This is an optimization exercise on Yosys and OpenROAD, whose aim is small area, a short achievable clock period and few clock cycles per item, not a production implementation.
Only simulation tests tie the RTL to the original design; equivalence was not proved.

Setup of P:
## mcmac
module mcmac (
    input  wire         clk,
    input  wire         rst,        
    input  wire         in_valid,
    output wire         in_ready,
    input  wire         in_first,   
    input  wire         in_last,    
    input  wire [4:0]   in_len,     
    input  wire [127:0] in_data,    
    input  wire [127:0] in_key,
    output reg          tag_valid,
    output wire [127:0] tag
);
==> flow/config.mk <==
export PLATFORM = sky130hd
export DESIGN_NAME = mcmac
export DESIGN_NICKNAME = mcmac
export VERILOG_FILES = /design/flow/design.v
export SDC_FILE = /design/flow/constraint.sdc
export NUM_CORES = 8
export LEC_CHECK = 0
export CAP_MARGIN = 20
export CORE_MARGIN = 2
export CORE_UTILIZATION = 55
export PLACE_DENSITY = 0.7
export SETUP_SLACK_MARGIN = 2.75
export SLEW_MARGIN = 20
==> flow/constraint.sdc <==
create_clock -name core_clock -period 8.0 [get_ports {clk}]
set_input_delay 1.6000 -clock core_clock [delete_from_list [all_inputs] [get_ports {clk}]]
set_output_delay 1.6000 -clock core_clock [all_outputs]
set_load 0.01 [all_outputs]
standard.sh (not shown) runs the stock make flow with config.mk's settings and CLKGATE_MAP_FILE= SYNTH_SCRIPT=/design/flow/synth_recipe.tcl, a recipe that flattens the netlist after the stock synthesis.
==> flow/flow/run.sh <==
#!/bin/bash
# Layout flow: the standard flow (standard.sh), except that the synthesis maps
# the logic with an area-oriented ABC script (flow/abc_area.script) in place of
# ORFS's delay-oriented one; OpenROAD's repair then sizes the critical paths.
# Synthesis is synth_recipe.tcl itself, with a wrapper that hands every abc call
# the script above; registers, names, flattening and renaming are unchanged.
# Port buffers are buf_1 cells (ORFS picks a larger delay buffer by default).
# Each tool's output goes to a log of its own in the work folder.
set -euo pipefail
W=$(pwd)
{
  head -n 1 synth_recipe.tcl
  cat <<'EOT'
proc abc {args} {
  set i [lsearch -exact $args -script]
  if {$i >= 0} { lset args [expr {$i + 1}] $::env(FLOW_ABC_SCRIPT) }
  yosys abc {*}$args
}
EOT
  tail -n +2 synth_recipe.tcl
} > flow_synth.tcl
export FLOW_ABC_SCRIPT="$W/flow/abc_area.script"
bash standard.sh SYNTH_SCRIPT="$W/flow_synth.tcl" synth > "$W/flow_synth.log" 2>&1
export BUFFER_PORTS_ARGS="-buffer_cell sky130_fd_sc_hd__buf_1"
bash standard.sh finish > "$W/flow_layout.log" 2>&1
test -f out/final.def
==> flow/flow/abc_area.script <==
strash
&get -n
&b
&dch
&nf -a
&put
topo
stime -c
Testbench counts of P, summed over its fixed seeds: cycles 45,894, blocks 3,698.
### P -> Q
- swapping 2.75 for 2.5 in SETUP_SLACK_MARGIN
==> flow/flow/abc_area.script <==
strash
&get -n
&b
&put
dch
map -a
topo
stime -c
## What came out
Slack of the critical path: Q < P. Side by side, hold slack turned out higher in Q than in P. Against P, Q comes in 1.9% lower on design area. As of Q, detailed-route via count had risen by a little under 10% compared to P. Q ran to completion and came out clean on the timing, design-rule and antenna checks. The overall die area on Q is in line with that on P. Q: multi-input combinational area share lower than P. Q vs P — clock buffer and inverter area fraction after layout rose 0.24 points. Of the two values seen for leading cell type in the layout, fill and taps excluded, sky130_fd_sc_hd__nand2_1 was produced by Q and sky130_fd_sc_hd__xnor2_1 by P. Area growth from synthesis to layout for Q: 2.4 points down relative to P.
### Q -> R
==> flow/flow/abc_area.script <==
strash
&get -n
&b
&dch
&nf -a
&put
topo
stime -c
Notes after the runs:
On sequential share of cell area: between R and Q, it ends up higher for R. R reached the final stage; the timing, design-rule and antenna checks on its layout passed. On height of the die, R and Q are neck and neck. R — global-route usage 2.7 points lower, Q as reference. Summary: with Q as the reference, count of mapped cells out of synthesis in R moved down by more than 10%. Cell area went down slightly going from Q to R. R ended up with s[9] as its last element of the critical path; Q ended up with rk[29]. Summary of R over Q: global placement routability congestion dropped about 3.2%, met3 track utilization from global routing climbed 2.1 points.

* * *

Another version of the RTL of mcmac (not shown whole).
For scale: ~540 flip-flops, roughly 59,000 um^2 of cells after synthesis.
export LEC_CHECK = 0
export CAP_MARGIN = 20
export CORE_MARGIN = 2
export CORE_UTILIZATION = 55
export PLACE_DENSITY = 0.7
export SETUP_SLACK_MARGIN = 2.5
export SLEW_MARGIN = 20
create_clock -name core_clock -period 8.0 [get_ports {clk}]
==> flow/flow/run.sh <==
#!/bin/bash
# Layout flow: the standard flow (standard.sh), except that the synthesis maps
# the logic with an area-oriented ABC script (flow/abc_area.script) in place of
# ORFS's delay-oriented one; OpenROAD's repair then sizes the critical paths.
# Synthesis is synth_recipe.tcl itself, with a wrapper that hands every abc call
# the script above; registers, names, flattening and renaming are unchanged.
# Each tool's output goes to a log of its own in the work folder.
set -euo pipefail
W=$(pwd)
{
  head -n 1 synth_recipe.tcl
  cat <<'EOT'
proc abc {args} {
  set i [lsearch -exact $args -script]
  if {$i >= 0} { lset args [expr {$i + 1}] $::env(FLOW_ABC_SCRIPT) }
  yosys abc {*}$args
}
EOT
  tail -n +2 synth_recipe.tcl
} > flow_synth.tcl
export FLOW_ABC_SCRIPT="$W/flow/abc_area.script"
bash standard.sh SYNTH_SCRIPT="$W/flow_synth.tcl" synth > "$W/flow_synth.log" 2>&1
bash standard.sh finish > "$W/flow_layout.log" 2>&1
test -f out/final.def
==> flow/flow/abc_area.script <==
strash
&get -n
&b
&put
dch
map -a
topo
stime -c
The baseline finished clean.
Testbench counts at the start, summed over its fixed seeds: cycles 46,686, blocks 3,698.
Rerun with:
--- a/flow/flow/run.sh
+++ b/flow/flow/run.sh
@@ -5,4 +5,5 @@
 # Synthesis is synth_recipe.tcl itself, with a wrapper that hands every abc call
 # the script above; registers, names, flattening and renaming are unchanged.
+# Port buffers are buf_1 cells (ORFS picks a larger delay buffer by default).
 # Each tool's output goes to a log of its own in the work folder.
 set -euo pipefail
@@ -21,4 +22,5 @@
 export FLOW_ABC_SCRIPT="$W/flow/abc_area.script"
 bash standard.sh SYNTH_SCRIPT="$W/flow_synth.tcl" synth > "$W/flow_synth.log" 2>&1
+export BUFFER_PORTS_ARGS="-buffer_cell sky130_fd_sc_hd__buf_1"
 bash standard.sh finish > "$W/flow_layout.log" 2>&1
 test -f out/final.def
After rerunning: The new run finished with timing, DRC and antenna clean; final area decreases by 3.3%; flip-flop and latch count stays the same; global-route usage decreases by 0.60 points; utilization decreases by 2.3 points; hold slack improved by 14 ps; clock skew increases by 10 ps; synthesized area does not change.

re-timing with driven ports:
The flow's constraints put no driver on any port. The routed layouts listed below were extracted and timed again, unchanged, in two steps. Step 1 sets driving cells, clkbuf_16 on the clock port and buf_2 on the other inputs (assumed; they add their load-dependent delay and slew). Step 2, shift: input delay + t, output delay - t, t = (earliest + latest rising clock arrival at the registers) / 2. This alone moves slack from input paths to output paths. Three values: ideal ports, drivers, drivers and shift; two values: the first two.
run	t (ns)	slack for setup (ns)	latest minus earliest clock arrival (ns)	worst register clock-pin slew, ns
P	0.730	2.803 / 2.803 / 2.732	0.032 / 0.032	0.07 / 0.07
Q	0.740	2.516 / 2.516 / 2.142	0.026 / 0.026	0.07 / 0.07
R	0.736	2.618 / 2.618 / 2.377	0.029 / 0.029	0.07 / 0.07
the first run of note 2	0.730	2.495 / 2.495 / 1.959	0.028 / 0.028	0.06 / 0.06
the second run of note 2	0.729	2.585 / 2.585 / 2.421	0.044 / 0.044	0.07 / 0.07
After both steps every run listed still meets setup and hold. The setup slack of the first run of note 2, which loses most, moves by 0.000 ns with the drivers and by -0.536 ns with both steps.
